From an optimization exercise on the open Yosys and OpenROAD flow, aimed at small area, a short achievable clock period and few clock cycles per item; shortcuts taken in it are not production practice.
RTL that was checked went through simulation tests only; none was proved equivalent to the original.
The RTL of run 1 was laid out without a check of its function.
Power is estimated from default activity; no workload was simulated.

==> flow/design.v, too long to show whole: its modules and the start of the top module <==
// module fpu32: 364 lines
// module fpu32_mul: 2105 lines
module fpu32 (
    input  wire        clk,
    input  wire        rst,
    input  wire        in_valid,
    input  wire [3:0]  in_op,
    input  wire [1:0]  in_rm,
    input  wire        in_cnan,
    input  wire [31:0] in_a,
    input  wire [31:0] in_b,
    input  wire [31:0] in_c,
    output wire        out_valid,
    output wire [31:0] out_result,
    output wire [4:0]  out_flags
);
  // ...
==> flow/run.sh <==
#!/bin/bash
# synth_recipe.tcl (not shown) runs the flow's synth.tcl, then flattens the netlist and writes it again
# the make line also repeats each setting of config.mk as NAME=value (left out here)
make -C /OpenROAD-flow-scripts/flow DESIGN_CONFIG=/design/flow/config.mk WORK_HOME=/design/flow/orfs CLKGATE_MAP_FILE= SYNTH_SCRIPT=/design/flow/synth_recipe.tcl finish
==> flow/config.mk <==
export PLATFORM = sky130hd
export DESIGN_NAME = fpu32
export DESIGN_NICKNAME = fpu32
export VERILOG_FILES = /design/flow/design.v
export SDC_FILE = /design/flow/constraint.sdc
export NUM_CORES = 4
export LEC_CHECK = 0
export CAP_MARGIN = 20
export CORE_MARGIN = 2
export CORE_UTILIZATION = 40
export SLEW_MARGIN = 20
==> flow/constraint.sdc <==
create_clock -name core_clock -period 11.5 [get_ports {clk}]
set_input_delay 2.3000 -clock core_clock [delete_from_list [all_inputs] [get_ports {clk}]]
set_output_delay 2.3000 -clock core_clock [all_outputs]
set_load 0.01 [all_outputs]
==> flow_summary.yaml, run 1 <==
placed_design:
  dp.cells: 7302
  hpwl_um: 137000
  place_ws_ns: 6.23
  gp_congestion: 0.975
layout:
  nNonClkBuffers: 254
  nets: 6347
  inv_count: 463
  seq_area_share_pct: 24.4
  nFlopsAndLatches: 679
logic_synthesis:
  synth_cell_types: 99
  yosysTopAreaCellShare_pct: 27.1
sta:
  setup_violations: 0
  fmax_mhz: 188
  finClkSkew_ns: 0.0432
  layout_setup_ws_ns: 6.19
  min_period_over_period_pct: 46.1
setup_path:
  r2r_end: "g_c2.q[115]"
  crit_top_cell: "fa_1"
  slowest_delay_ns: 0.89
  arrival_ns: 5.86
  r2r_slack_ns: 6.19
power:
  clockPowerShare_pct: 13.1
  p_clk_mw: 2.71
  p_int_mw: 10.4
clock_tree:
  cts_buffers: 78
  cts_root_buffer: "clkbuf_16"
die:
  ios: 144
global_routing:
  grt_use_met2_pct: 45.4
outcome:
  outcome: "finished clean"
routing:
  m1WireLength_um: 72600
==> module fpu32, before the edit <==
module fpu32 (
    input  wire        clk,
    input  wire        rst,
    input  wire        in_valid,
    input  wire [3:0]  in_op,
    input  wire [1:0]  in_rm,
    input  wire        in_cnan,
    input  wire [31:0] in_a,
    input  wire [31:0] in_b,
    input  wire [31:0] in_c,
    output wire        out_valid,
    output wire [31:0] out_result,
    output wire [4:0]  out_flags
);
    localparam C0 = 1;   
    localparam C1 = 1;   
    localparam C2 = 1;   
    localparam C3 = 1;   
    localparam C4 = 1;   
    localparam C5 = 1;   
    localparam C6 = 1;   
    localparam [3:0] OP_FADD = 4'h0, OP_FSUB = 4'h1, OP_FMUL = 4'h2,
                     OP_FMA  = 4'h5, OP_FMS  = 4'h6, OP_FMAX = 4'h8,
                     OP_FNEG = 4'h9, OP_FABS = 4'hA;
    localparam [1:0] RNE = 2'd0, RTZ = 2'd1, RDN = 2'd2, RUP = 2'd3;
    localparam [31:0] DEFAULT_NAN = 32'h7FC0_0000;
    localparam [31:0] ONE         = 32'h3F80_0000;
    localparam NST = C0 + C1 + C2 + C3 + C4 + C5 + C6;
    reg [NST-1:0] vpipe;
    always @(posedge clk) begin
        if (rst) vpipe <= {NST{1'b0}};
        else     vpipe <= {vpipe[NST-2:0], in_valid};
    end
    assign out_valid = vpipe[NST-1];
    wire [3:0]  op;
    wire [1:0]  rm0;
    wire        cnan;
    wire [31:0] a, b, c;
    generate if (C0) begin : g_c0
        reg [3:0]  q_op;
        reg [1:0]  q_rm;
        reg        q_cnan;
        reg [31:0] q_a, q_b, q_c;
        always @(posedge clk) begin
            q_op <= in_op; q_rm <= in_rm; q_cnan <= in_cnan;
            q_a <= in_a; q_b <= in_b; q_c <= in_c;
        end
        assign op = q_op; assign rm0 = q_rm; assign cnan = q_cnan;
        assign a = q_a; assign b = q_b; assign c = q_c;
    end else begin : g_c0n
        assign op = in_op; assign rm0 = in_rm; assign cnan = in_cnan;
        assign a = in_a; assign b = in_b; assign c = in_c;
    end endgenerate
    wire op_addsub = (op == OP_FADD) || (op == OP_FSUB);
    wire op_mul    = (op == OP_FMUL);
    wire op_fmas   = (op == OP_FMA) || (op == OP_FMS);
    wire is_arith  = op_addsub || op_mul || op_fmas;
    wire z_neg     = (op == OP_FSUB) || (op == OP_FMS);
    wire [31:0] x = a;
    wire [31:0] y = op_addsub ? ONE : b;
    wire [31:0] z = op_mul ? {a[31] ^ b[31], 31'b0} : (op_fmas ? c : b);
    wire        z_real = !op_mul;
    wire x_expmax = (x[30:23] == 8'hFF);
    wire y_expmax = (y[30:23] == 8'hFF);
    wire z_expmax = (z[30:23] == 8'hFF);
    wire x_zero = (x[30:0] == 31'b0);
    wire y_zero = (y[30:0] == 31'b0);
    wire z_zero = (z[30:0] == 31'b0);
    wire x_inf  = x_expmax && (x[22:0] == 23'b0);
    wire y_inf  = y_expmax && (y[22:0] == 23'b0);
    wire z_inf  = z_expmax && (z[22:0] == 23'b0);
    wire x_nan  = x_expmax && (x[22:0] != 23'b0);
    wire y_nan  = y_expmax && (y[22:0] != 23'b0);
    wire z_nan  = z_expmax && (z[22:0] != 23'b0) && z_real;
    wire x_snan = x_nan && !x[22];
    wire y_snan = y_nan && !y[22];
    wire z_snan = z_nan && !z[22];
    wire sp = x[31] ^ y[31];
    wire sz = z[31] ^ z_neg;
    reg        sp_take;
    reg [31:0] sp_res;
    reg        sp_inv;
    wire prod_0inf = (x_zero && y_inf) || (x_inf && y_zero);
    always @(*) begin
        sp_take = 1'b0;
        sp_res  = 32'b0;
        sp_inv  = 1'b0;
        if (x_nan || y_nan || z_nan) begin
            sp_take = 1'b1;
            if (cnan)        sp_res = DEFAULT_NAN;
            else if (x_nan)  sp_res = x | 32'h0040_0000;
            else if (y_nan)  sp_res = y | 32'h0040_0000;
            else             sp_res = z | 32'h0040_0000;
            sp_inv = x_snan || y_snan || z_snan || prod_0inf;
        end else if (prod_0inf) begin
            sp_take = 1'b1;
            sp_res = DEFAULT_NAN;
            sp_inv = 1'b1;
        end else if (x_inf || y_inf) begin
            sp_take = 1'b1;
            if (z_inf && (sz != sp)) begin
                sp_res = DEFAULT_NAN;
                sp_inv = 1'b1;
            end else begin
                sp_res = {sp, 31'h7F80_0000};
            end
        end else if (z_inf) begin
            sp_take = 1'b1;
            sp_res = {sz, 31'h7F80_0000};
        end else if (x_zero || y_zero) begin
            sp_take = 1'b1;
            if (z_zero)
                sp_res = {(sp == sz) ? sp : (rm0 == RDN), 31'b0};
            else
                sp_res = {sz, z[30:0]};
        end
    end
    wire a_nan  = (a[30:23] == 8'hFF) && (a[22:0] != 23'b0);
    wire b_nan  = (b[30:23] == 8'hFF) && (b[22:0] != 23'b0);
    wire a_snan = a_nan && !a[22];
    wire b_snan = b_nan && !b[22];
    reg a_less_b;
    always @(*) begin
        if (a[31] != b[31])
            a_less_b = a[31];
        else if (a[31])
            a_less_b = (a[30:0] > b[30:0]);
        else
            a_less_b = (a[30:0] < b[30:0]);
    end
    reg [31:0] misc_res;
    reg        misc_inv;
    always @(*) begin
        misc_res = 32'b0;
        misc_inv = 1'b0;
        case (op)
            OP_FNEG: misc_res = {~a[31], a[30:0]};
            OP_FABS: misc_res = {1'b0, a[30:0]};
            default: begin
                if (a_snan || b_snan || (a_nan && b_nan)) begin
                    misc_inv = a_snan || b_snan;
                    if (cnan)       misc_res = DEFAULT_NAN;
                    else if (a_nan) misc_res = a | 32'h0040_0000;
                    else            misc_res = b | 32'h0040_0000;
                end else if (a_nan) begin
                    misc_res = b;
                end else if (b_nan) begin
                    misc_res = a;
                end else if (op == OP_FMAX) begin
                    misc_res = a_less_b ? b : a;
                end else begin
                    misc_res = (a_less_b || a == b) ? a : b;
                end
            end
        endcase
    end
    wire        take  = !is_arith || sp_take;
    wire [31:0] v     = is_arith ? sp_res : misc_res;
    wire        inv0  = is_arith ? sp_inv : misc_inv;
    wire        expff = take && (v[30:23] == 8'hFF);
    wire [31:0] X  = take ? v : x;
    wire [31:0] Y  = take ? ONE : y;
    wire [31:0] Z  = take ? {v[31], 31'b0} : z;
    wire        Zn = take ? 1'b0 : z_neg;
    wire [7:0]  ea = {a[30:24], a[23] | (a[30:23] == 8'd0)};
    wire [7:0]  ebx = {b[30:24], b[23] | (b[30:23] == 8'd0)};
    wire [7:0]  ec = {c[30:24], c[23] | (c[30:23] == 8'd0)};
    wire [7:0]  eyv = op_addsub ? 8'd127 : ebx;
    wire [7:0]  ezv = op_mul ? 8'd1 : (op_fmas ? ec : ebx);
    wire signed [10:0] sh = $signed({3'b0, ea}) + $signed({3'b0, eyv}) - $signed({3'b0, ezv}) - 11'sd100;
    wire        clamp0 = sh[10] && !take;
    wire [6:0]  shc0 = sh[10] ? 7'd0 : ((sh[9:7] != 3'b0) ? 7'd127 : sh[6:0]);
    localparam W1 = 2 + 1 + 1 + 1 + 32 * 3 + 1 + 7;
    wire [W1-1:0] c1_d = {rm0, expff, inv0, Zn, X, Y, Z, clamp0, shc0};
    wire [W1-1:0] c1_q;
    generate if (C1) begin : g_c1
        reg [W1-1:0] q; always @(posedge clk) q <= c1_d; assign c1_q = q;
    end else begin : g_c1n
        assign c1_q = c1_d;
    end endgenerate
    wire [1:0]  rm1; wire expff1, inv1, zn1; wire [31:0] x1, y1, z1; wire clamp1; wire [6:0] shc;
    assign {rm1, expff1, inv1, zn1, x1, y1, z1, clamp1, shc} = c1_q;
    wire        xn = (x1[30:23] != 8'd0);
    wire        yn = (y1[30:23] != 8'd0);
    wire        zn = (z1[30:23] != 8'd0);
    wire [23:0] mx = {xn, x1[22:0]};
    wire [23:0] my = {yn, y1[22:0]};
    wire [23:0] mz = {zn, z1[22:0]};
    wire        sp1 = x1[31] ^ y1[31];
    wire        sz1 = z1[31] ^ zn1;
    wire        esub1 = sp1 ^ sz1;
    wire [74:0] ps_w, pc_w;
    fpu32_mul u_mul (.mx(mx), .my(my), .ps(ps_w), .pc(pc_w));
    wire [8:0]  epbm = {1'b0, x1[30:24], x1[23] | !xn} + {1'b0, y1[30:24], y1[23] | !yn} - 9'd100;
    wire [8:0]  eb = clamp1 ? {1'b0, z1[30:24], z1[23] | !zn} : epbm;
    wire [75:0] aw = {mz, 52'b0} >> shc;
    wire [75:0] zi = aw ^ {76{esub1}};
    reg         ast;
    integer i;
    always @(*) begin
        ast = 1'b0;
        for (i = 0; i < 24; i = i + 1)
            if (mz[i] && (shc > 7'd52 + i[6:0])) ast = 1'b1;
    end
    localparam W2 = 2 + 1 + 1 + 50 + 50 + 76 + 1 + 3 + 9;
    wire [W2-1:0] c2_d = {rm1, expff1, inv1, ps_w[49:0], pc_w[49:0], zi, ast, sp1, sz1, esub1, eb};
    wire [W2-1:0] c2_q;
    generate if (C2) begin : g_c2
        reg [W2-1:0] q; always @(posedge clk) q <= c2_d; assign c2_q = q;
    end else begin : g_c2n
        assign c2_q = c2_d;
    end endgenerate
    wire [1:0]  rm2; wire expff2, inv2;
    wire [49:0] ps2, pc2; wire [75:0] zi2; wire ast2, sp2, sz2, esub2; wire [8:0] eb2;
    assign {rm2, expff2, inv2, ps2, pc2, zi2, ast2, sp2, sz2, esub2, eb2} = c2_q;
    wire [76:0] oa = {25'h1FF_FFFF, ps2, 2'b0};    
    wire [76:0] ob = {27'b0, pc2, 2'b0};
    wire [76:0] oc = {1'b0, zi2};
    wire [76:0] s3 = oa ^ ob ^ oc;
    wire [76:0] c3 = {(oa[75:0] & ob[75:0]) | (oa[75:0] & oc[75:0]) | (ob[75:0] & oc[75:0]), 1'b0};
    wire [76:0] t0 = s3 + c3;
    wire        cout = t0[76];
    wire [75:0] pv = s3[75:0] ^ c3[75:0];
    wire [75:0] pall;
    genvar gi;
    generate
        wire [9:0] blk;
        wire [9:0] bpre;
        for (gi = 0; gi < 10; gi = gi + 1) begin : g_blk
            if (gi < 9) assign blk[gi] = &pv[8*gi+7:8*gi];
            else        assign blk[gi] = &pv[75:72];
            if (gi == 0) assign bpre[gi] = 1'b1;
            else         assign bpre[gi] = &blk[gi-1:0];
        end
        for (gi = 0; gi < 76; gi = gi + 1) begin : g_pall
            if (gi % 8 == 0) assign pall[gi] = bpre[gi/8];
            else             assign pall[gi] = bpre[gi/8] & (&pv[gi-1:(gi/8)*8]);
        end
    endgenerate
    wire        incr = esub2 & !ast2;
    wire        neg  = esub2 & !cout;
    wire [75:0] mag  = t0[75:0] ^ (cout ? (pall & {76{incr}}) : {76{esub2}});
    wire        rsign = neg ? sz2 : sp2;
    localparam W3 = 2 + 1 + 1 + 76 + 1 + 1 + 1 + 9;
    wire [W3-1:0] c3_d = {rm2, expff2, inv2, mag, ast2, rsign, esub2, eb2};
    wire [W3-1:0] c3_q;
    generate if (C3) begin : g_c3
        reg [W3-1:0] q; always @(posedge clk) q <= c3_d; assign c3_q = q;
    end else begin : g_c3n
        assign c3_q = c3_d;
    end endgenerate
    wire [1:0]  rm3; wire expff3, inv3;
    wire [75:0] mag3; wire ast3, rsign3, esub3; wire [8:0] eb3;
    assign {rm3, expff3, inv3, mag3, ast3, rsign3, esub3, eb3} = c3_q;
    wire ezero3 = (mag3 == 76'b0) && !ast3;
    reg [75:0] mk;
    integer k;
    always @(*) begin
        for (k = 0; k < 76; k = k + 1)
            mk[k] = (eb3 == 9'd76 - k[8:0]);
    end
    wire [127:0] lzin = {mag3 | mk, 52'b0};
    reg [127:0]  zl [0:7];
    reg [6:0]    cl [0:7][0:127];
    reg [6:0]    lzc;
    integer lv, g;
    always @(*) begin
        for (g = 0; g < 128; g = g + 1) begin
            zl[0][g] = !lzin[g];
            cl[0][g] = 7'd0;
        end
        for (lv = 1; lv < 8; lv = lv + 1) begin
            zl[lv] = 128'b0;
            for (g = 0; g < (128 >> lv); g = g + 1) begin
                zl[lv][g] = zl[lv-1][2*g+1] & zl[lv-1][2*g];
                if (zl[lv-1][2*g+1])
                    cl[lv][g] = cl[lv-1][2*g] | (7'd1 << (lv-1));
                else
                    cl[lv][g] = cl[lv-1][2*g+1];
            end
            for (g = (128 >> lv); g < 128; g = g + 1)
                cl[lv][g] = 7'd0;
        end
        lzc = cl[7][0];
    end
    localparam W4 = 2 + 1 + 1 + 76 + 7 + 1 + 1 + 1 + 1 + 9;
    wire [W4-1:0] c4_d = {rm3, expff3, inv3, mag3, lzc, ast3, rsign3, esub3, ezero3, eb3};
    wire [W4-1:0] c4_q;
    generate if (C4) begin : g_c4
        reg [W4-1:0] q; always @(posedge clk) q <= c4_d; assign c4_q = q;
    end else begin : g_c4n
        assign c4_q = c4_d;
    end endgenerate
    wire [1:0]  rm4; wire expff4, inv4;
    wire [75:0] mag4; wire [6:0] lz4; wire ast4, rsign4, esub4, ezero4; wire [8:0] eb4;
    assign {rm4, expff4, inv4, mag4, lz4, ast4, rsign4, esub4, ezero4, eb4} = c4_q;
    wire [75:0] nrm    = mag4 << lz4;
    wire        hidden = nrm[75];
    wire [22:0] frac   = nrm[74:52];
    wire        guard  = nrm[51];
    reg  [50:0] smask;
    integer q;
    always @(*) begin
        for (q = 0; q < 51; q = q + 1)
            smask[q] = ({1'b0, lz4} < 8'd51 - q[7:0]);
    end
    wire        stk    = ((mag4[50:0] & smask) != 51'b0) || ast4;
    wire [9:0]  efld   = hidden ? ({1'b0, eb4} - {3'b0, lz4}) : 10'd0;
    wire        zsign  = esub4 ? (rm4 == RDN) : rsign4;
    localparam W5 = 2 + 1 + 1 + 1 + 23 + 1 + 1 + 1 + 1 + 1 + 10;
    wire [W5-1:0] c5_d = {rm4, expff4, inv4, hidden, frac, guard, stk, rsign4, ezero4, zsign, efld};
    wire [W5-1:0] c5_q;
    generate if (C5) begin : g_c5
        reg [W5-1:0] q; always @(posedge clk) q <= c5_d; assign c5_q = q;
    end else begin : g_c5n
        assign c5_q = c5_d;
    end endgenerate
    wire [1:0]  rm5; wire expff5, inv5;
    wire hid5; wire [22:0] frac5; wire guard5, stk5, rsign5, ezero5, zsign5; wire [9:0] efld5;
    assign {rm5, expff5, inv5, hid5, frac5, guard5, stk5, rsign5, ezero5, zsign5, efld5} = c5_q;
    wire inexact = guard5 | stk5;
    reg  round_up;
    always @(*) begin
        case (rm5)
            RNE: round_up = guard5 && (stk5 || frac5[0]);
            RTZ: round_up = 1'b0;
            RDN: round_up = inexact && rsign5;
            default: round_up = inexact && !rsign5;
        endcase
    end
    wire [23:0] finc = {1'b0, frac5} + 24'd1;
    wire        fcar = round_up && finc[23];
    wire [22:0] rfrac = round_up ? finc[22:0] : frac5;
    wire [9:0]  efp1 = efld5 + 10'd1;
    wire [9:0]  rexp = fcar ? efp1 : efld5;
    wire        ovf = ((efld5 >= 10'd255) || (fcar && efld5 == 10'd254)) && !expff5;
    wire [32:0] rnd = {rexp, rfrac};
    reg [31:0] res;
    reg [4:0]  flg;
    always @(*) begin
        flg = {4'b0, inv5};
        if (ezero5) begin
            res = {zsign5, 31'b0};
        end else if (ovf) begin
            flg[2] = 1'b1;
            flg[4] = 1'b1;
            if (rm5 == RNE || (rm5 == RDN && rsign5) || (rm5 == RUP && !rsign5))
                res = {rsign5, 31'h7F80_0000};
            else
                res = {rsign5, 31'h7F7F_FFFF};
        end else begin
            res = {rsign5, rnd[30:0]};
            flg[4] = inexact;
            flg[3] = inexact && !hid5;
        end
    end
    generate if (C6) begin : g_c6
        reg [31:0] q_res; reg [4:0] q_flg;
        always @(posedge clk) begin q_res <= res; q_flg <= flg; end
        assign out_result = q_res; assign out_flags = q_flg;
    end else begin : g_c6n
        assign out_result = res; assign out_flags = flg;
    end endgenerate
endmodule
==> run 2: changes to the inputs <==
--- a/flow/design.v
+++ b/flow/design.v
@@ -172,4 +172,7 @@
     wire [6:0]  shc0 = sh[10] ? 7'd0 : ((sh[9:7] != 3'b0) ? 7'd127 : sh[6:0]);
-    localparam W1 = 2 + 1 + 1 + 1 + 32 * 3 + 1 + 7;
-    wire [W1-1:0] c1_d = {rm0, expff, inv0, Zn, X, Y, Z, clamp0, shc0};
+    wire        Xn = (X[30:23] != 8'd0);
+    wire        Yn = (Y[30:23] != 8'd0);
+    wire        Zh = (Z[30:23] != 8'd0);
+    localparam W1 = 2 + 1 + 1 + 1 + 32 * 3 + 3 + 1 + 7;
+    wire [W1-1:0] c1_d = {rm0, expff, inv0, Zn, X, Y, Z, Xn, Yn, Zh, clamp0, shc0};
     wire [W1-1:0] c1_q;
@@ -180,7 +183,4 @@
     end endgenerate
-    wire [1:0]  rm1; wire expff1, inv1, zn1; wire [31:0] x1, y1, z1; wire clamp1; wire [6:0] shc;
-    assign {rm1, expff1, inv1, zn1, x1, y1, z1, clamp1, shc} = c1_q;
-    wire        xn = (x1[30:23] != 8'd0);
-    wire        yn = (y1[30:23] != 8'd0);
-    wire        zn = (z1[30:23] != 8'd0);
+    wire [1:0]  rm1; wire expff1, inv1, zn1; wire [31:0] x1, y1, z1; wire xn, yn, zn, clamp1; wire [6:0] shc;
+    assign {rm1, expff1, inv1, zn1, x1, y1, z1, xn, yn, zn, clamp1, shc} = c1_q;
     wire [23:0] mx = {xn, x1[22:0]};
@@ -220,21 +220,7 @@
     wire [76:0] c3 = {(oa[75:0] & ob[75:0]) | (oa[75:0] & oc[75:0]) | (ob[75:0] & oc[75:0]), 1'b0};
-    wire [76:0] t0 = s3 + c3;
+    wire [76:0] t0, pall77;
+    wire        co_unused;
+    fpu32_add u_add (.a(s3), .b(c3), .s(t0), .pall(pall77), .co(co_unused));
     wire        cout = t0[76];
-    wire [75:0] pv = s3[75:0] ^ c3[75:0];
-    wire [75:0] pall;
-    genvar gi;
-    generate
-        wire [9:0] blk;
-        wire [9:0] bpre;
-        for (gi = 0; gi < 10; gi = gi + 1) begin : g_blk
-            if (gi < 9) assign blk[gi] = &pv[8*gi+7:8*gi];
-            else        assign blk[gi] = &pv[75:72];
-            if (gi == 0) assign bpre[gi] = 1'b1;
-            else         assign bpre[gi] = &blk[gi-1:0];
-        end
-        for (gi = 0; gi < 76; gi = gi + 1) begin : g_pall
-            if (gi % 8 == 0) assign pall[gi] = bpre[gi/8];
-            else             assign pall[gi] = bpre[gi/8] & (&pv[gi-1:(gi/8)*8]);
-        end
-    endgenerate
+    wire [75:0] pall = pall77[75:0];
     wire        incr = esub2 & !ast2;
@@ -296,3 +282,9 @@
     assign {rm4, expff4, inv4, mag4, lz4, ast4, rsign4, esub4, ezero4, eb4} = c4_q;
-    wire [75:0] nrm    = mag4 << lz4;
+    wire [75:0] n6 = lz4[6] ? {mag4[11:0], 64'b0} : mag4;
+    wire [75:0] n5 = lz4[5] ? {n6[43:0], 32'b0} : n6;
+    wire [75:0] n4 = lz4[4] ? {n5[59:0], 16'b0} : n5;
+    wire [75:0] n3 = lz4[3] ? {n4[67:0], 8'b0} : n4;
+    wire [75:0] n2 = lz4[2] ? {n3[71:0], 4'b0} : n3;
+    wire [75:0] n1 = lz4[1] ? {n2[73:0], 2'b0} : n2;
+    wire [75:0] nrm = lz4[0] ? {n1[74:0], 1'b0} : n1;
     wire        hidden = nrm[75];
@@ -2469 +2461,595 @@
 endmodule
+module fpu32_add (
+    input  wire [76:0] a,
+    input  wire [76:0] b,
+    output wire [76:0] s,
+    output wire [76:0] pall,
+    output wire co
+);
+    wire [76:0] g = a & b;
+    wire [76:0] p = a ^ b;
+    wire G1, P1;
+    wire G2, P2;
+    wire G3, P3;
+    wire G4, P4;
+    wire G5, P5;
+    wire G6, P6;
+    wire G7, P7;
+    wire G8, P8;
+    wire G9, P9;
+    wire G10, P10;
+    wire G11, P11;
+    wire G12, P12;
+    wire G13, P13;
+    wire G14, P14;
+    wire G15, P15;
+    wire G16, P16;
+    wire G17, P17;
+    wire G18, P18;
+    wire G19, P19;
+    wire G20, P20;
+    wire G21, P21;
+    wire G22, P22;
+    wire G23, P23;
+    wire G24, P24;
+    wire G25, P25;
+    wire G26, P26;
+    wire G27, P27;
+    wire G28, P28;
+    wire G29, P29;
+    wire G30, P30;
+    wire G31, P31;
+    wire G32, P32;
+    wire G33, P33;
+    wire G34, P34;
+    wire G35, P35;
+    wire G36, P36;
+    wire G37, P37;
+    wire G38, P38;
+    wire G39, P39;
+    wire G40, P40;
+    wire G41, P41;
+    wire G42, P42;
+    wire G43, P43;
+    wire G44, P44;
+    wire G45, P45;
+    wire G46, P46;
+    wire G47, P47;
+    wire G48, P48;
+    wire G49, P49;
+    wire G50, P50;
+    wire G51, P51;
+    wire G52, P52;
+    wire G53, P53;
+    wire G54, P54;
+    wire G55, P55;
+    wire G56, P56;
+    wire G57, P57;
+    wire G58, P58;
+    wire G59, P59;
+    wire G60, P60;
+    wire G61, P61;
+    wire G62, P62;
+    wire G63, P63;
+    wire G64, P64;
+    wire G65, P65;
+    wire G66, P66;
+    wire G67, P67;
+    wire G68, P68;
+    wire G69, P69;
+    wire G70, P70;
+    wire G71, P71;
+    wire G72, P72;
+    wire G73, P73;
+    wire G74, P74;
+    wire G75, P75;
+    wire G76, P76;
+    wire G77, P77;
+    wire G78, P78;
+    wire G79, P79;
+    wire G80, P80;
+    wire G81, P81;
+    wire G82, P82;
+    wire G83, P83;
+    wire G84, P84;
+    wire G85, P85;
+    wire G86, P86;
+    wire G87, P87;
+    wire G88, P88;
+    wire G89, P89;
+    wire G90, P90;
+    wire G91, P91;
+    wire G92, P92;
+    wire G93, P93;
+    wire G94, P94;
+    wire G95, P95;
+    wire G96, P96;
+    wire G97, P97;
+    wire G98, P98;
+    wire G99, P99;
+    wire G100, P100;
+    wire G101, P101;
+    wire G102, P102;
+    wire G103, P103;
+    wire G104, P104;
+    wire G105, P105;
+    wire G106, P106;
+    wire G107, P107;
+    wire G108, P108;
+    wire G109, P109;
+    wire G110, P110;
+    wire G111, P111;
+    wire G112, P112;
+    wire G113, P113;
+    wire G114, P114;
+    wire G115, P115;
+    wire G116, P116;
+    wire G117, P117;
+    wire G118, P118;
+    wire G119, P119;
+    wire G120, P120;
+    wire G121, P121;
+    wire G122, P122;
+    wire G123, P123;
+    wire G124, P124;
+    wire G125, P125;
+    wire G126, P126;
+    wire G127, P127;
+    wire G128, P128;
+    wire G129, P129;
+    wire G130, P130;
+    wire G131, P131;
+    wire G132, P132;
+    wire G133, P133;
+    wire G134, P134;
+    wire G135, P135;
+    wire G136, P136;
+    wire G137, P137;
+    wire G138, P138;
+    wire G139, P139;
+    wire G140, P140;
+    wire G141, P141;
+    wire G142, P142;
+    wire G143, P143;
+    assign G1 = g[1] | (p[1] & g[0]);
+    assign P1 = p[1] & p[0];
+    assign G2 = g[3] | (p[3] & g[2]);
+    assign P2 = p[3] & p[2];
+    assign G3 = g[5] | (p[5] & g[4]);
+    assign P3 = p[5] & p[4];
+    assign G4 = g[7] | (p[7] & g[6]);
+    assign P4 = p[7] & p[6];
+    assign G5 = g[9] | (p[9] & g[8]);
+    assign P5 = p[9] & p[8];
+    assign G6 = g[11] | (p[11] & g[10]);
+    assign P6 = p[11] & p[10];
+    assign G7 = g[13] | (p[13] & g[12]);
+    assign P7 = p[13] & p[12];
+    assign G8 = g[15] | (p[15] & g[14]);
+    assign P8 = p[15] & p[14];
+    assign G9 = g[17] | (p[17] & g[16]);
+    assign P9 = p[17] & p[16];
+    assign G10 = g[19] | (p[19] & g[18]);
+    assign P10 = p[19] & p[18];
+    assign G11 = g[21] | (p[21] & g[20]);
+    assign P11 = p[21] & p[20];
+    assign G12 = g[23] | (p[23] & g[22]);
+    assign P12 = p[23] & p[22];
+    assign G13 = g[25] | (p[25] & g[24]);
+    assign P13 = p[25] & p[24];
+    assign G14 = g[27] | (p[27] & g[26]);
+    assign P14 = p[27] & p[26];
+    assign G15 = g[29] | (p[29] & g[28]);
+    assign P15 = p[29] & p[28];
+    assign G16 = g[31] | (p[31] & g[30]);
+    assign P16 = p[31] & p[30];
+    assign G17 = g[33] | (p[33] & g[32]);
+    assign P17 = p[33] & p[32];
+    assign G18 = g[35] | (p[35] & g[34]);
+    assign P18 = p[35] & p[34];
+    assign G19 = g[37] | (p[37] & g[36]);
+    assign P19 = p[37] & p[36];
+    assign G20 = g[39] | (p[39] & g[38]);
+    assign P20 = p[39] & p[38];
+    assign G21 = g[41] | (p[41] & g[40]);
+    assign P21 = p[41] & p[40];
+    assign G22 = g[43] | (p[43] & g[42]);
+    assign P22 = p[43] & p[42];
+    assign G23 = g[45] | (p[45] & g[44]);
+    assign P23 = p[45] & p[44];
+    assign G24 = g[47] | (p[47] & g[46]);
+    assign P24 = p[47] & p[46];
+    assign G25 = g[49] | (p[49] & g[48]);
+    assign P25 = p[49] & p[48];
+    assign G26 = g[51] | (p[51] & g[50]);
+    assign P26 = p[51] & p[50];
+    assign G27 = g[53] | (p[53] & g[52]);
+    assign P27 = p[53] & p[52];
+    assign G28 = g[55] | (p[55] & g[54]);
+    assign P28 = p[55] & p[54];
+    assign G29 = g[57] | (p[57] & g[56]);
+    assign P29 = p[57] & p[56];
+    assign G30 = g[59] | (p[59] & g[58]);
+    assign P30 = p[59] & p[58];
+    assign G31 = g[61] | (p[61] & g[60]);
+    assign P31 = p[61] & p[60];
+    assign G32 = g[63] | (p[63] & g[62]);
+    assign P32 = p[63] & p[62];
+    assign G33 = g[65] | (p[65] & g[64]);
+    assign P33 = p[65] & p[64];
+    assign G34 = g[67] | (p[67] & g[66]);
+    assign P34 = p[67] & p[66];
+    assign G35 = g[69] | (p[69] & g[68]);
+    assign P35 = p[69] & p[68];
+    assign G36 = g[71] | (p[71] & g[70]);
+    assign P36 = p[71] & p[70];
+    assign G37 = g[73] | (p[73] & g[72]);
+    assign P37 = p[73] & p[72];
+    assign G38 = g[75] | (p[75] & g[74]);
+    assign P38 = p[75] & p[74];
+    assign G39 = G2 | (P2 & G1);
+    assign P39 = P2 & P1;
+    assign G40 = G4 | (P4 & G3);
+    assign P40 = P4 & P3;
+    assign G41 = G6 | (P6 & G5);
+    assign P41 = P6 & P5;
+    assign G42 = G8 | (P8 & G7);
+    assign P42 = P8 & P7;
+    assign G43 = G10 | (P10 & G9);
+    assign P43 = P10 & P9;
+    assign G44 = G12 | (P12 & G11);
+    assign P44 = P12 & P11;
+    assign G45 = G14 | (P14 & G13);
+    assign P45 = P14 & P13;
+    assign G46 = G16 | (P16 & G15);
+    assign P46 = P16 & P15;
+    assign G47 = G18 | (P18 & G17);
+    assign P47 = P18 & P17;
+    assign G48 = G20 | (P20 & G19);
+    assign P48 = P20 & P19;
+    assign G49 = G22 | (P22 & G21);
+    assign P49 = P22 & P21;
+    assign G50 = G24 | (P24 & G23);
+    assign P50 = P24 & P23;
+    assign G51 = G26 | (P26 & G25);
+    assign P51 = P26 & P25;
+    assign G52 = G28 | (P28 & G27);
+    assign P52 = P28 & P27;
+    assign G53 = G30 | (P30 & G29);
+    assign P53 = P30 & P29;
+    assign G54 = G32 | (P32 & G31);
+    assign P54 = P32 & P31;
+    assign G55 = G34 | (P34 & G33);
+    assign P55 = P34 & P33;
+    assign G56 = G36 | (P36 & G35);
+    assign P56 = P36 & P35;
+    assign G57 = G38 | (P38 & G37);
+    assign P57 = P38 & P37;
+    assign G58 = G40 | (P40 & G39);
+    assign P58 = P40 & P39;
+    assign G59 = G42 | (P42 & G41);
+    assign P59 = P42 & P41;
+    assign G60 = G44 | (P44 & G43);
+    assign P60 = P44 & P43;
+    assign G61 = G46 | (P46 & G45);
+    assign P61 = P46 & P45;
+    assign G62 = G48 | (P48 & G47);
+    assign P62 = P48 & P47;
+    assign G63 = G50 | (P50 & G49);
+    assign P63 = P50 & P49;
+    assign G64 = G52 | (P52 & G51);
+    assign P64 = P52 & P51;
+    assign G65 = G54 | (P54 & G53);
+    assign P65 = P54 & P53;
+    assign G66 = G56 | (P56 & G55);
+    assign P66 = P56 & P55;
+    assign G67 = G59 | (P59 & G58);
+    assign P67 = P59 & P58;
+    assign G68 = G61 | (P61 & G60);
+    assign P68 = P61 & P60;
+    assign G69 = G63 | (P63 & G62);
+    assign P69 = P63 & P62;
+    assign G70 = G65 | (P65 & G64);
+    assign P70 = P65 & P64;
+    assign G71 = G68 | (P68 & G67);
+    assign P71 = P68 & P67;
+    assign G72 = G70 | (P70 & G69);
+    assign P72 = P70 & P69;
+    assign G73 = G72 | (P72 & G71);
+    assign P73 = P72 & P71;
+    assign G74 = G69 | (P69 & G71);
+    assign P74 = P69 & P71;
+    assign G75 = G60 | (P60 & G67);
+    assign P75 = P60 & P67;
+    assign G76 = G62 | (P62 & G71);
+    assign P76 = P62 & P71;
+    assign G77 = G64 | (P64 & G74);
+    assign P77 = P64 & P74;
+    assign G78 = G66 | (P66 & G73);
+    assign P78 = P66 & P73;
+    assign G79 = G41 | (P41 & G58);
+    assign P79 = P41 & P58;
+    assign G80 = G43 | (P43 & G67);
+    assign P80 = P43 & P67;
+    assign G81 = G45 | (P45 & G75);
+    assign P81 = P45 & P75;
+    assign G82 = G47 | (P47 & G71);
+    assign P82 = P47 & P71;
+    assign G83 = G49 | (P49 & G76);
+    assign P83 = P49 & P76;
+    assign G84 = G51 | (P51 & G74);
+    assign P84 = P51 & P74;
+    assign G85 = G53 | (P53 & G77);
+    assign P85 = P53 & P77;
+    assign G86 = G55 | (P55 & G73);
+    assign P86 = P55 & P73;
+    assign G87 = G57 | (P57 & G78);
+    assign P87 = P57 & P78;
+    assign G88 = G3 | (P3 & G39);
+    assign P88 = P3 & P39;
+    assign G89 = G5 | (P5 & G58);
+    assign P89 = P5 & P58;
+    assign G90 = G7 | (P7 & G79);
+    assign P90 = P7 & P79;
+    assign G91 = G9 | (P9 & G67);
+    assign P91 = P9 & P67;
+    assign G92 = G11 | (P11 & G80);
+    assign P92 = P11 & P80;
+    assign G93 = G13 | (P13 & G75);
+    assign P93 = P13 & P75;
+    assign G94 = G15 | (P15 & G81);
+    assign P94 = P15 & P81;
+    assign G95 = G17 | (P17 & G71);
+    assign P95 = P17 & P71;
+    assign G96 = G19 | (P19 & G82);
+    assign P96 = P19 & P82;
+    assign G97 = G21 | (P21 & G76);
+    assign P97 = P21 & P76;
+    assign G98 = G23 | (P23 & G83);
+    assign P98 = P23 & P83;
+    assign G99 = G25 | (P25 & G74);
+    assign P99 = P25 & P74;
+    assign G100 = G27 | (P27 & G84);
+    assign P100 = P27 & P84;
+    assign G101 = G29 | (P29 & G77);
+    assign P101 = P29 & P77;
+    assign G102 = G31 | (P31 & G85);
+    assign P102 = P31 & P85;
+    assign G103 = G33 | (P33 & G73);
+    assign P103 = P33 & P73;
+    assign G104 = G35 | (P35 & G86);
+    assign P104 = P35 & P86;
+    assign G105 = G37 | (P37 & G78);
+    assign P105 = P37 & P78;
+    assign G106 = g[2] | (p[2] & G1);
+    assign P106 = p[2] & P1;
+    assign G107 = g[4] | (p[4] & G39);
+    assign P107 = p[4] & P39;
+    assign G108 = g[6] | (p[6] & G88);
+    assign P108 = p[6] & P88;
+    assign G109 = g[8] | (p[8] & G58);
+    assign P109 = p[8] & P58;
+    assign G110 = g[10] | (p[10] & G89);
+    assign P110 = p[10] & P89;
+    assign G111 = g[12] | (p[12] & G79);
+    assign P111 = p[12] & P79;
+    assign G112 = g[14] | (p[14] & G90);
+    assign P112 = p[14] & P90;
+    assign G113 = g[16] | (p[16] & G67);
+    assign P113 = p[16] & P67;
+    assign G114 = g[18] | (p[18] & G91);
+    assign P114 = p[18] & P91;
+    assign G115 = g[20] | (p[20] & G80);
+    assign P115 = p[20] & P80;
+    assign G116 = g[22] | (p[22] & G92);
+    assign P116 = p[22] & P92;
+    assign G117 = g[24] | (p[24] & G75);
+    assign P117 = p[24] & P75;
+    assign G118 = g[26] | (p[26] & G93);
+    assign P118 = p[26] & P93;
+    assign G119 = g[28] | (p[28] & G81);
+    assign P119 = p[28] & P81;
+    assign G120 = g[30] | (p[30] & G94);
+    assign P120 = p[30] & P94;
+    assign G121 = g[32] | (p[32] & G71);
+    assign P121 = p[32] & P71;
+    assign G122 = g[34] | (p[34] & G95);
+    assign P122 = p[34] & P95;
+    assign G123 = g[36] | (p[36] & G82);
+    assign P123 = p[36] & P82;
+    assign G124 = g[38] | (p[38] & G96);
+    assign P124 = p[38] & P96;
+    assign G125 = g[40] | (p[40] & G76);
+    assign P125 = p[40] & P76;
+    assign G126 = g[42] | (p[42] & G97);
+    assign P126 = p[42] & P97;
+    assign G127 = g[44] | (p[44] & G83);
+    assign P127 = p[44] & P83;
+    assign G128 = g[46] | (p[46] & G98);
+    assign P128 = p[46] & P98;
+    assign G129 = g[48] | (p[48] & G74);
+    assign P129 = p[48] & P74;
+    assign G130 = g[50] | (p[50] & G99);
+    assign P130 = p[50] & P99;
+    assign G131 = g[52] | (p[52] & G84);
+    assign P131 = p[52] & P84;
+    assign G132 = g[54] | (p[54] & G100);
+    assign P132 = p[54] & P100;
+    assign G133 = g[56] | (p[56] & G77);
+    assign P133 = p[56] & P77;
+    assign G134 = g[58] | (p[58] & G101);
+    assign P134 = p[58] & P101;
+    assign G135 = g[60] | (p[60] & G85);
+    assign P135 = p[60] & P85;
+    assign G136 = g[62] | (p[62] & G102);
+    assign P136 = p[62] & P102;
+    assign G137 = g[64] | (p[64] & G73);
+    assign P137 = p[64] & P73;
+    assign G138 = g[66] | (p[66] & G103);
+    assign P138 = p[66] & P103;
+    assign G139 = g[68] | (p[68] & G86);
+    assign P139 = p[68] & P86;
+    assign G140 = g[70] | (p[70] & G104);
+    assign P140 = p[70] & P104;
+    assign G141 = g[72] | (p[72] & G78);
+    assign P141 = p[72] & P78;
+    assign G142 = g[74] | (p[74] & G105);
+    assign P142 = p[74] & P105;
+    assign G143 = g[76] | (p[76] & G87);
+    assign P143 = p[76] & P87;
+    assign s[0] = p[0];
+    assign pall[0] = 1'b1;
+    assign s[1] = p[1] ^ g[0];
+    assign pall[1] = p[0];
+    assign s[2] = p[2] ^ G1;
+    assign pall[2] = P1;
+    assign s[3] = p[3] ^ G106;
+    assign pall[3] = P106;
+    assign s[4] = p[4] ^ G39;
+    assign pall[4] = P39;
+    assign s[5] = p[5] ^ G107;
+    assign pall[5] = P107;
+    assign s[6] = p[6] ^ G88;
+    assign pall[6] = P88;
+    assign s[7] = p[7] ^ G108;
+    assign pall[7] = P108;
+    assign s[8] = p[8] ^ G58;
+    assign pall[8] = P58;
+    assign s[9] = p[9] ^ G109;
+    assign pall[9] = P109;
+    assign s[10] = p[10] ^ G89;
+    assign pall[10] = P89;
+    assign s[11] = p[11] ^ G110;
+    assign pall[11] = P110;
+    assign s[12] = p[12] ^ G79;
+    assign pall[12] = P79;
+    assign s[13] = p[13] ^ G111;
+    assign pall[13] = P111;
+    assign s[14] = p[14] ^ G90;
+    assign pall[14] = P90;
+    assign s[15] = p[15] ^ G112;
+    assign pall[15] = P112;
+    assign s[16] = p[16] ^ G67;
+    assign pall[16] = P67;
+    assign s[17] = p[17] ^ G113;
+    assign pall[17] = P113;
+    assign s[18] = p[18] ^ G91;
+    assign pall[18] = P91;
+    assign s[19] = p[19] ^ G114;
+    assign pall[19] = P114;
+    assign s[20] = p[20] ^ G80;
+    assign pall[20] = P80;
+    assign s[21] = p[21] ^ G115;
+    assign pall[21] = P115;
+    assign s[22] = p[22] ^ G92;
+    assign pall[22] = P92;
+    assign s[23] = p[23] ^ G116;
+    assign pall[23] = P116;
+    assign s[24] = p[24] ^ G75;
+    assign pall[24] = P75;
+    assign s[25] = p[25] ^ G117;
+    assign pall[25] = P117;
+    assign s[26] = p[26] ^ G93;
+    assign pall[26] = P93;
+    assign s[27] = p[27] ^ G118;
+    assign pall[27] = P118;
+    assign s[28] = p[28] ^ G81;
+    assign pall[28] = P81;
+    assign s[29] = p[29] ^ G119;
+    assign pall[29] = P119;
+    assign s[30] = p[30] ^ G94;
+    assign pall[30] = P94;
+    assign s[31] = p[31] ^ G120;
+    assign pall[31] = P120;
+    assign s[32] = p[32] ^ G71;
+    assign pall[32] = P71;
+    assign s[33] = p[33] ^ G121;
+    assign pall[33] = P121;
+    assign s[34] = p[34] ^ G95;
+    assign pall[34] = P95;
+    assign s[35] = p[35] ^ G122;
+    assign pall[35] = P122;
+    assign s[36] = p[36] ^ G82;
+    assign pall[36] = P82;
+    assign s[37] = p[37] ^ G123;
+    assign pall[37] = P123;
+    assign s[38] = p[38] ^ G96;
+    assign pall[38] = P96;
+    assign s[39] = p[39] ^ G124;
+    assign pall[39] = P124;
+    assign s[40] = p[40] ^ G76;
+    assign pall[40] = P76;
+    assign s[41] = p[41] ^ G125;
+    assign pall[41] = P125;
+    assign s[42] = p[42] ^ G97;
+    assign pall[42] = P97;
+    assign s[43] = p[43] ^ G126;
+    assign pall[43] = P126;
+    assign s[44] = p[44] ^ G83;
+    assign pall[44] = P83;
+    assign s[45] = p[45] ^ G127;
+    assign pall[45] = P127;
+    assign s[46] = p[46] ^ G98;
+    assign pall[46] = P98;
+    assign s[47] = p[47] ^ G128;
+    assign pall[47] = P128;
+    assign s[48] = p[48] ^ G74;
+    assign pall[48] = P74;
+    assign s[49] = p[49] ^ G129;
+    assign pall[49] = P129;
+    assign s[50] = p[50] ^ G99;
+    assign pall[50] = P99;
+    assign s[51] = p[51] ^ G130;
+    assign pall[51] = P130;
+    assign s[52] = p[52] ^ G84;
+    assign pall[52] = P84;
+    assign s[53] = p[53] ^ G131;
+    assign pall[53] = P131;
+    assign s[54] = p[54] ^ G100;
+    assign pall[54] = P100;
+    assign s[55] = p[55] ^ G132;
+    assign pall[55] = P132;
+    assign s[56] = p[56] ^ G77;
+    assign pall[56] = P77;
+    assign s[57] = p[57] ^ G133;
+    assign pall[57] = P133;
+    assign s[58] = p[58] ^ G101;
+    assign pall[58] = P101;
+    assign s[59] = p[59] ^ G134;
+    assign pall[59] = P134;
+    assign s[60] = p[60] ^ G85;
+    assign pall[60] = P85;
+    assign s[61] = p[61] ^ G135;
+    assign pall[61] = P135;
+    assign s[62] = p[62] ^ G102;
+    assign pall[62] = P102;
+    assign s[63] = p[63] ^ G136;
+    assign pall[63] = P136;
+    assign s[64] = p[64] ^ G73;
+    assign pall[64] = P73;
+    assign s[65] = p[65] ^ G137;
+    assign pall[65] = P137;
+    assign s[66] = p[66] ^ G103;
+    assign pall[66] = P103;
+    assign s[67] = p[67] ^ G138;
+    assign pall[67] = P138;
+    assign s[68] = p[68] ^ G86;
+    assign pall[68] = P86;
+    assign s[69] = p[69] ^ G139;
+    assign pall[69] = P139;
+    assign s[70] = p[70] ^ G104;
+    assign pall[70] = P104;
+    assign s[71] = p[71] ^ G140;
+    assign pall[71] = P140;
+    assign s[72] = p[72] ^ G78;
+    assign pall[72] = P78;
+    assign s[73] = p[73] ^ G141;
+    assign pall[73] = P141;
+    assign s[74] = p[74] ^ G105;
+    assign pall[74] = P105;
+    assign s[75] = p[75] ^ G142;
+    assign pall[75] = P142;
+    assign s[76] = p[76] ^ G87;
+    assign pall[76] = P87;
+    assign co = G143;
+endmodule
==> flow/flow/run.sh (new file) <==
#!/bin/bash
# Layout flow: the standard synthesis unchanged, then the standard ORFS
# layout steps with a larger setup margin for the resizer's timing repair,
# so that it keeps improving paths well below the 11.5 ns clock.
set -euo pipefail
MARGIN=$(cat flow/margin.txt)
bash standard.sh synth > synth.log 2>&1
bash standard.sh SETUP_SLACK_MARGIN=$MARGIN finish > layout.log 2>&1
==> flow/flow/margin.txt (new file) <==
7.0
==> flow/standard.sh (new file) <==
#!/bin/bash
# synth_recipe.tcl (not shown) runs the flow's synth.tcl, then flattens the netlist and writes it again
# the make line also repeats each setting of config.mk as NAME=value (left out here)
make -C /OpenROAD-flow-scripts/flow DESIGN_CONFIG=/design/flow/config.mk WORK_HOME=/design/flow/orfs CLKGATE_MAP_FILE= SYNTH_SCRIPT=/design/flow/synth_recipe.tcl "${@:-finish}"
removed: flow/run.sh
==> flow_summary.yaml, run 2 <==
placed_design:
  placed_cell_area_um2: 50100
  gp_congestion: 0.942
  place_ws_ns: 6.29
  hpwl_um: 122000
  place.port_buffers: 142
logic_synthesis:
  yosysMostFrequentCell: "dfxtp_1"
  async_reset_ff_share_pct: 0
  yosysWarningCount: 3
  synth_top_cell_by_area: "dfxtp_1"
  synth_fp_nets: 5927
  yosys-top-cells-area: "dfxtp_1 (29%), fa_1 (14%), xnor2_1 (7.4%), ha_1 (5.2%), a22oi_1 (4.8%)"
  synth_cell_types: 99
  syn_area_per_cell_um2: 8.92
  synth.top_cells.by_count: "dfxtp_1 (682), inv_1 (500), xnor2_1 (400)"
  ys_seq_area_share_pct: 28.9
  ys_ff_latch: 682
  yosysTopAreaCellShare_pct: 28.9
  synthFlopType: "dfxtp_1"
  synth-edff-count: 0
  syn_area_um2: 47200
  postSynthCellCount: 5290
die:
  ios: 144
  start_util_pct: 40.1
  dieArea_um2: 121000
  rows: 126
  die_w_um: 348
  core_region_area_um2: 118000
  die_y_um: 348
power:
  power_density_nw_per_um2: 350
  peakVddDrop_mv: 0.217
  p_leak_nw: 21.8
routing:
  ant_nets: 0
  wl_per_cell_um: 24.0
  dr_total_vias: 39500
  drt_iter0_drc: 4427
  via_per_inst: 5.74
  drc: 0
  wl_um: 165000
  dr.pass1.iters: 7
layout:
  final_common_cell: "dfxtp_1"
  multiInputGateArea_um2: 30500
  largest_reg_flops: 189
  final_cell_mix: "dfxtp_1 (670), inv_1 (500), xnor2_1 (400)"
  fin_util_pct: 45.4
  seqCellArea_um2: 13700
  drive_gt1_share_pct: 8.42
  stdcell_area_um2: 53300
  area_growth_pct: 13.0
  nets: 5924
  top_regs: "g_c2.q (189), g_c1.q (112), g_c4.q (100)"
  top_register: "g_c2.q"
  fillers: 11200
clock_tree:
  cts_buffers: 77
  cts_root_buffer: "clkbuf_16"
  htreeDepth: 3
  hold_buffers: 0
  cts_tree: "built"
  clock_latency_ns: 0.66
  cts_max_path_buffers: 3
  cts.sinks: 682
  clk_pin_slew_ns: 0.06
sta:
  finalMaxSlewViolations: 0
  whs_ns: 0.324
  layout_setup_ws_ns: 7.10
  min_period_over_period_pct: 38.3
  worst_pin_slew_ns: 1.03
  hold_viol_final: 0
  finClkSkew_ns: 0.0334
  setup_violations: 0
  slew_headroom_pct: 31.2
  period_needed_ns: 4.40
  tns_ns: 0
  fmax_mhz: 227
  grt_setup_unrepaired: "false"
global_routing:
  grt_start_max_net_pins: 56
  antenna_found_initial: 3
  grt_usage_pct: 26.8
  grt_first_pass_wirelength_um: 248000
  overflow: 0
  grt_pass1_vias: 38900
job:
  drv_cap: 0
setup_path:
  cp-start-kind: "register"
  cp_data_required_time_ns: 11.98
  crit_type: "register to register"
  slowest_stage: "nor4bb_1"
  arrival_ns: 4.88
  endpoint_kind: "register"
  crit_fanout: 7
  slowest_delay_ns: 0.65
  crit_top_cell: "and4_1"
  cp_cell_sequence: "inv_1 > ha_1 > and4_1 > and4_1 > o311ai_1 > o211ai_2 > nor4b_4 > or2_2 > o22ai_1 > a31oi_1 > a21oi_1 > nor4bb_1"
hold_path:
  min_path_type: "register to register"
outcome:
  outcome: "finished clean"
==> run 2: cell types whose count changed after synthesis, moves of 26 or more <==
cell,before,now
nand2_1,493,338
nor2_1,437,355
a21oi_1,391,312
mux4_2,58,8
inv_1,452,500
fa_1,300,335
a211oi_1,57,31
o21ai_1,44,18
==> run 2: worst max-delay path: cells and delay by family (launching register included) <==
family / cells / cell delay [ns]
buf+inv: 1 / 0.13
compound gates: 5 / 1.09
flops: 1 / 0.57
fa+ha+maj: 1 / 0.31
simple gates: 5 / 2.11
==> run 2: kinds of logic after synthesis <==
group           after synthesis  share of synthesized area [%]
mux                         181                           4.14
simple gates               1167                           11.8
compound gates             1297                           18.2
fa+ha+maj                   536                           19.5
buf+inv                     873                           7.09
other cells                   1                        0.00795
xor+xnor                    553                           10.3
flops                       682                           28.9
==> run 2: path summary, 6_finish.rpt <==
check               startpoint           to  cells past startpoint  slack (ns)
setup / recovery  g_c0.q_b[16]  g_c1.q[109]                     12        7.10
hold / removal     g_c1.q[109]  g_c2.q[190]                      0        0.32
setup reg to reg  g_c0.q_b[16]  g_c1.q[109]                     12        7.10
hold reg to reg    g_c1.q[109]  g_c2.q[190]                      0        0.32
==> run 2: cell type report <==
| type | count | area share, % |
|---|---|---|
| Multi-Input combinational cell | 3738 | 57.2 |
| Timing Repair Buffer | 277 | 4.71 |
| Clock buffer | 89 | 3.79 |
| Antenna cell | 2 | 0.00938 |
| Sequential cell | 682 | 25.6 |
| Tap cell | 1536 | 3.60 |
| Clock inverter | 48 | 1.42 |
| Inverter | 511 | 3.64 |
==> run 2: repair_timing <==
item / 4_1_cts / 5_1_grt
setup endpoints to repair: 125 / 138
setup buffers: 4 / 16
pin swaps: 2 / 8
gates resized for setup: 27 / 38
cloned: 2 / 1
==> run 2: power by group <==
| part | internal [mW] | switching [mW] | total (mW) | leakage (nW) |
|---|---|---|---|---|
| Clock | 1.64 | 1.05 | 2.69 | 1.35 |
| Combinational | 4.81 | 6.85 | 11.7 | 14.7 |
| Sequential | 3.44 | 0.876 | 4.32 | 5.73 |
==> run 2: layer usage <==
| layer | GRT usage, % | wire length [µm] | vias to the layer above |
|---|---|---|---|
| li1 | - | - | 18200 |
| met1 | 34.6 | 67300 | 18800 |
| met2 | 43.2 | 75200 | 2084 |
| met3 | 4.44 | 13400 | 476 |
| met4 | 13.8 | 9280 | 2 |
| met5 | 0 | 11 | - |
==> run 2: per-stage QoR <==
stage               instances  power [mW]
floorplan                5290        11.9
global placement         6721        15.6
detailed placement       6721        15.8
CTS                      6864        18.6
global route             6882        20.2
finish                   6883        18.7
Testbench counts of run 2, summed over its fixed seeds: cycles 16,056, items 16,000.
==> run 3: changes to the inputs <==
==> flow/flow/margin.txt (replaced) <==
8.0
==> flow_summary.yaml, run 3 <==
setup_path:
  cp_data_required_time_ns: 12.05
  crit_type: "register to register"
  crit_fanout: 5
  arrival_ns: 4.62
  cp-start-kind: "register"
  endpoint_kind: "register"
routing:
  dr_total_vias: 42400
  wl_um: 183000
  drt_iter0_drc: 4777
  ant_nets: 0
  dr.pass1.iters: 7
  via_per_inst: 5.85
  drc: 0
  wl_per_cell_um: 25.3
global_routing:
  antenna_found_initial: 6
  met3_usage_pct: 6.58
  grt_pass1_vias: 41800
  busiest_layer: "met2"
  met1_usage_pct: 35.5
  grt_usage_pct: 29.1
  grt_first_pass_wirelength_um: 267000
  overflow: 0
  grt_use_met2_pct: 47.3
  grt_start_max_net_pins: 68
logic_synthesis:
  synthFlopType: "dfxtp_1"
  yosys.area_share.adder_pct: 19.5
  synth_fp_nets: 5927
  synth_cell_types: 99
  async_reset_ff_share_pct: 0
  synth.top_cells.by_count: "dfxtp_1 (682), inv_1 (500), xnor2_1 (400)"
  postSynthCellCount: 5290
  yosysWarningCount: 3
  synth_top_family_by_area: "adder cells"
  synth_xor_area_share_pct: 10.3
  yosys-top-cells-area: "dfxtp_1 (29%), fa_1 (14%), xnor2_1 (7.4%), ha_1 (5.2%), a22oi_1 (4.8%)"
  synthMuxAreaShare_pct: 4.14
  synth-edff-count: 0
  ys_ff_latch: 682
  synth_compound_area_share_pct: 18.2
  synth_top_cell_by_area: "dfxtp_1"
  syn_area_per_cell_um2: 8.92
  yosysMostFrequentCell: "dfxtp_1"
  syn_area_um2: 47200
  yosysTopAreaCellShare_pct: 28.9
  yosys.area_share.simple_pct: 11.8
  ys_seq_area_share_pct: 28.9
layout:
  final_cell_mix: "dfxtp_1 (595), inv_1 (417), xnor2_1 (353)"
  multiInputGateArea_um2: 34400
  largest_reg_flops: 189
  drive_gt1_share_pct: 27.1
  top_regs: "g_c2.q (189), g_c1.q (112), g_c4.q (100)"
  nets: 6272
  area_growth_pct: 29.7
  fillers: 10400
  top_register: "g_c2.q"
  fin_util_pct: 52.0
  final_common_cell: "dfxtp_1"
  seqCellArea_um2: 13900
sta:
  finalMaxSlewViolations: 0
  min_period_over_period_pct: 35.3
  hold_viol_final: 0
  finClkSkew_ns: 0.0629
  slew_headroom_pct: 34.9
  period_needed_ns: 4.06
  layout_setup_ws_ns: 7.44
  setup_violations: 0
  whs_ns: 0.325
  fmax_mhz: 246
  grt_setup_unrepaired: "true"
  tns_ns: 0
  worst_pin_slew_ns: 0.968
clock_tree:
  cts_max_path_buffers: 3
  cts_buffers: 76
  cts_tree: "built"
  cts.sinks: 682
  hold_buffers: 0
  clock_latency_ns: 0.68
  clk_pin_slew_ns: 0.07
  htreeDepth: 3
  cts_root_buffer: "clkbuf_16"
die:
  die_y_um: 348
  die_w_um: 348
  start_util_pct: 40.1
  rows: 126
  ios: 144
  dieArea_um2: 121000
  core_region_area_um2: 118000
placed_design:
  place.port_buffers: 142
  hpwl_um: 121000
  place_ws_ns: 6.40
  gp_congestion: 0.945
hold_path:
  min_path_type: "register to register"
outcome:
  outcome: "finished clean"
power:
  p_leak_nw: 24.4
  power.total_mw: 22.0
  peakVddDrop_mv: 0.329
  power_density_nw_per_um2: 359
job:
  drv_cap: 0
[run 3: metal layers]
layer  wire (µm)  vias up
met5          58        -
met4       13300        6
met1       69700    20400
met2       83500     2359
met3       16700      737
li1            -    18900
[run 3: timing repair]
item	in CTS	in global routing
hold endpoints to repair	0	0
pin swaps	304	180
cloned	32	6
endpoints found under the setup margin	299	229
resized for setup	795	347
buffers inserted	254	94
[run 3: final timing paths]
path / startpoint / end / slack [ns] / cells past startpoint
setup / recovery: g_c2.q[142] / g_c3.q[41] / 7.44 / 19
hold / removal: g_c2.q[190] / g_c3.q[89] / 0.33 / 0
setup reg to reg: g_c2.q[142] / g_c3.q[41] / 7.44 / 19
hold reg to reg: g_c2.q[190] / g_c3.q[89] / 0.33 / 0
[run 3: logic make-up (layout without fill, tap and decap cells)]
| kind of cell | count (synthesis) | in the layout |
|---|---|---|
| AOI/OAI and AO/OA | 1297 | 1301 |
| xor gates and xnor gates | 553 | 553 |
| adders and majority gates | 536 | 536 |
| buffers and inverters | 873 | 1271 |
| DFF | 682 | 682 |
| muxes | 181 | 184 |
| other | 1 | 3 |
| and+or+nand+nor | 1167 | 1169 |
[run 3: where the power goes]
part           leakage (nW)  switching [mW]  total, mW  internal [mW]
Clock                  1.23            1.06       2.43           1.36
Combinational          17.5            8.42       15.3           6.87
Sequential             5.75           0.818       4.26           3.44
Total                  24.4            10.3       22.0           11.7
[run 3: cell type report]
cell class / instances / share of cell area (%)
clock buffers: 103 / 3.45
repair buffers: 619 / 10.5
well taps: 1536 / 3.14
flip-flops and latches: 682 / 22.7
clock inverters: 37 / 0.693
inverters: 511 / 3.30
diodes: 2 / 0.00818
repair inverters: 1 / 0.0143
multi-input cells: 3744 / 56.2
[run 3: worst max-delay path: stages (launching register included)]
cell and delay (ns):
dfxtp_2 0.32, fa_1 0.52, ha_4 0.31, nand3_4 0.07, o211ai_1 0.32, a32oi_2 0.19
a21oi_2 0.27, o21ai_2 0.13, a311oi_2 0.31, buf_4 0.17, o21a_4 0.15, buf_6 0.11
buf_6 0.10, buf_6 0.10, mux2i_4 0.28, buf_6 0.15, buf_12 0.12, buf_12 0.10
o21ai_4 0.04, xnor2_1 0.14
[run 3: through the flow]
step / instances / area, µm²
4_1_cts: 7133 / 58800
3_5_place_dp: 6707 / 51000
2_1_floorplan: 5290 / 48800
6_report: 7235 / 61200
5_1_grt: 7234 / 61200
3_3_place_gp: 6706 / 51000
==> run 4: changes to the inputs <==
==> flow/flow/margin.txt (replaced) <==
7.7
==> flow_summary.yaml, run 4 <==
logic_synthesis:
  ys_ff_latch: 682
  synth_cell_types: 99
  syn_area_um2: 47200
  synth_top_cell_by_area: "dfxtp_1"
  yosysTopAreaCellShare_pct: 28.9
  syn_area_per_cell_um2: 8.92
  synth_fp_nets: 5927
  synthFlopType: "dfxtp_1"
  ys_seq_area_share_pct: 28.9
  postSynthCellCount: 5290
  async_reset_ff_share_pct: 0
  yosysMostFrequentCell: "dfxtp_1"
  synth-edff-count: 0
  yosys-top-cells-area: "dfxtp_1 (29%), fa_1 (14%), xnor2_1 (7.4%), ha_1 (5.2%), a22oi_1 (4.8%)"
  synth.top_cells.by_count: "dfxtp_1 (682), inv_1 (500), xnor2_1 (400)"
  yosysWarningCount: 3
sta:
  period_needed_ns: 3.99
  hold_viol_final: 0
  finClkSkew_ns: 0.0659
  slew_headroom_pct: 27.5
  tns_ns: 0
  fmax_mhz: 251
  min_period_over_period_pct: 34.7
  grt_setup_unrepaired: "true"
  worst_pin_slew_ns: 1.09
  setup_violations: 0
  layout_setup_ws_ns: 7.51
  finalMaxSlewViolations: 0
layout:
  top_regs: "g_c2.q (189), g_c1.q (112), g_c4.q (100)"
  drive_gt1_share_pct: 20.8
  final_cell_mix: "dfxtp_1 (617), inv_1 (447), xnor2_1 (370)"
  fin_util_pct: 49.9
  top_register: "g_c2.q"
  largest_reg_flops: 189
  nets: 6149
  final_common_cell: "dfxtp_1"
  area_growth_pct: 24.4
  diodes: 0
setup_path:
  endpoint_kind: "register"
  crit_top_cell: "clkbuf_16"
  arrival_ns: 4.55
  rr_worst_depth: 14
  crit_type: "register to register"
  slowest_delay_ns: 0.54
  crit_fanout: 6
  cp_data_required_time_ns: 12.06
  startpoint: "g_c2.q[127]"
  slowest_stage: "fa_1"
  rr_startpoint: "g_c2.q[127]"
  r2r_slack_ns: 7.51
  path_delay_family: "compound AO/OA/AOI/OAI gates"
  cp_cell_sequence: "fa_1 > ha_4 > nand4_1 > or3_1 > o221a_4 > a21oi_4 > o31ai_4 > a311oi_2 > o21a_2 > clkbuf_16 > mux2i_4 > clkbuf_16 > o21ai_1 > xnor2_2"
  cp-start-kind: "register"
  critPathBufInv: 2
  r2r_end: "g_c3.q[74]"
power:
  power.total_mw: 20.7
  p_leak_nw: 23.6
  peakVddDrop_mv: 0.238
  power_density_nw_per_um2: 352
clock_tree:
  htreeDepth: 3
  clock_latency_ns: 0.69
  clk_pin_slew_ns: 0.06
  cts_root_buffer: "clkbuf_16"
  cts_buffers: 77
  cts_max_path_buffers: 3
  cts.sinks: 682
  cts_tree: "built"
  hold_buffers: 0
routing:
  drc: 0
  drt_iter0_drc: 4054
  dr_total_vias: 41600
  via_per_inst: 5.85
  ant_nets: 0
  dr.pass1.iters: 7
  wl_um: 177000
  wl_per_cell_um: 24.9
global_routing:
  met1_usage_pct: 34.0
  grt_first_pass_wirelength_um: 256000
  busiest_layer: "met2"
  grt_pass1_vias: 40200
  overflow: 0
  grt_start_max_net_pins: 57
  met3_usage_pct: 5.56
  grt_use_met2_pct: 45.4
  grt_usage_pct: 27.8
  antenna_found_initial: 1
placed_design:
  place.port_buffers: 142
  gp_congestion: 0.982
  hpwl_um: 119000
  place_ws_ns: 6.25
outcome:
  outcome: "finished clean"
die:
  rows: 126
  core_region_area_um2: 118000
  die_y_um: 348
  ios: 144
  start_util_pct: 40.1
  dieArea_um2: 121000
  die_w_um: 348
hold_path:
  min_to: "g_c3.q[4]"
  hold_depth: 0
  hold_start: "g_c2.q[4]"
  min_path_type: "register to register"
job:
  drv_cap: 0
## run 4: cell families (layout without fill, tap and decap cells)
family / after synthesis / after routing / synth area share [%]
xor gates and xnor gates: 553 / 553 / 10.3
adders and majority gates: 536 / 536 / 19.5
and+or+nand+nor: 1167 / 1170 / 11.8
other: 1 / 1 / 0.00795
buffers and inverters: 873 / 1139 / 7.09
AOI/OAI and AO/OA: 1297 / 1301 / 18.2
muxes: 181 / 189 / 4.14
DFF: 682 / 682 / 28.9
## run 4: routing by layer
metal  wire length (µm)  vias up  part of all wire (%)
met4              12900        2                   7.3
met2              81000     2305                    46
li1                   -    18600                     -
met3              15600      660                   8.8
met1              67200    20000                    38
met5                 13        -                0.0074
## run 4: repair_timing
item	CTS	global route
pin swaps	104	210
setup endpoints to repair	256	196
setup buffers	143	78
gates resized for setup	399	422
cloned	24	13
## run 4: worst max-delay path by stage
stage / depth (start not counted) / slack, ns / endpoint
3_5_place_dp: 9 / 6.25 / g_c2.q[108]
6_report: 14 / 7.51 / g_c3.q[74]
2_1_floorplan: 16 / 7.55 / g_c2.q[115]
5_1_grt: 14 / 7.42 / g_c3.q[74]
4_1_cts: 12 / 7.59 / g_c2.q[112]
3_3_place_gp: 9 / 6.26 / g_c2.q[108]
## run 4: stage by stage
step | cell area [µm²] | cells | hold slack (ns)
after floorplan | 47500 | 5290 | 0.310
after global placement | 50200 | 6711 | 0.313
after detailed placement | 50200 | 6711 | 0.312
after CTS | 56200 | 7016 | 0.326
after global routing | 58700 | 7107 | 0.329
final | 58700 | 7107 | 0.324
## run 4: final cells by class
cell class / instances / area, µm²
multi-input cells: 3750 / 33200
well taps: 1536 / 1920
flip-flops and latches: 682 / 13800
fillers: 10700 / 58900
repair buffers: 489 / 5130
clock buffers: 103 / 2120
inverters: 511 / 2000
repair inverters: 1 / 8.76
clock inverters: 35 / 529
## run 4: power breakdown
part           switching, mW  leakage [nW]  total [mW]  internal (mW)
clock                   1.07          1.27        2.56           1.48
combinational           7.82          16.6        13.8           6.02
sequential             0.851          5.74        4.29           3.44

-- afterwards: timing with drivers on the ports --
No port has a modelled driver above. Below, the same layouts with a new extraction and two added sets of constraints.
Step 1 assumes that a clkbuf_16 drives the clock port and a buf_2 every other input.
Step 2 times the ports against the registers' clock, not the clock port: input delays grow and output delays shrink by t, the midpoint of the rising clock arrivals with the driver on.
a / b / c = no drivers / after step 1 / after step 2; a / b = the first two.
| run | t, ns | setup WS [ns] | worst slew at a driven data input, ns |
|---|---|---|---|
| run 1 | 0.776 | 6.194 / 6.194 / 6.194 | 0.07 |
| run 2 | 0.716 | 7.099 / 7.099 / 7.099 | 0.06 |
| run 3 | 0.727 | 7.438 / 7.438 / 7.438 | 0.06 |
| run 4 | 0.736 | 7.513 / 7.513 / 7.513 | 0.06 |
After both steps every run listed still meets setup and hold.
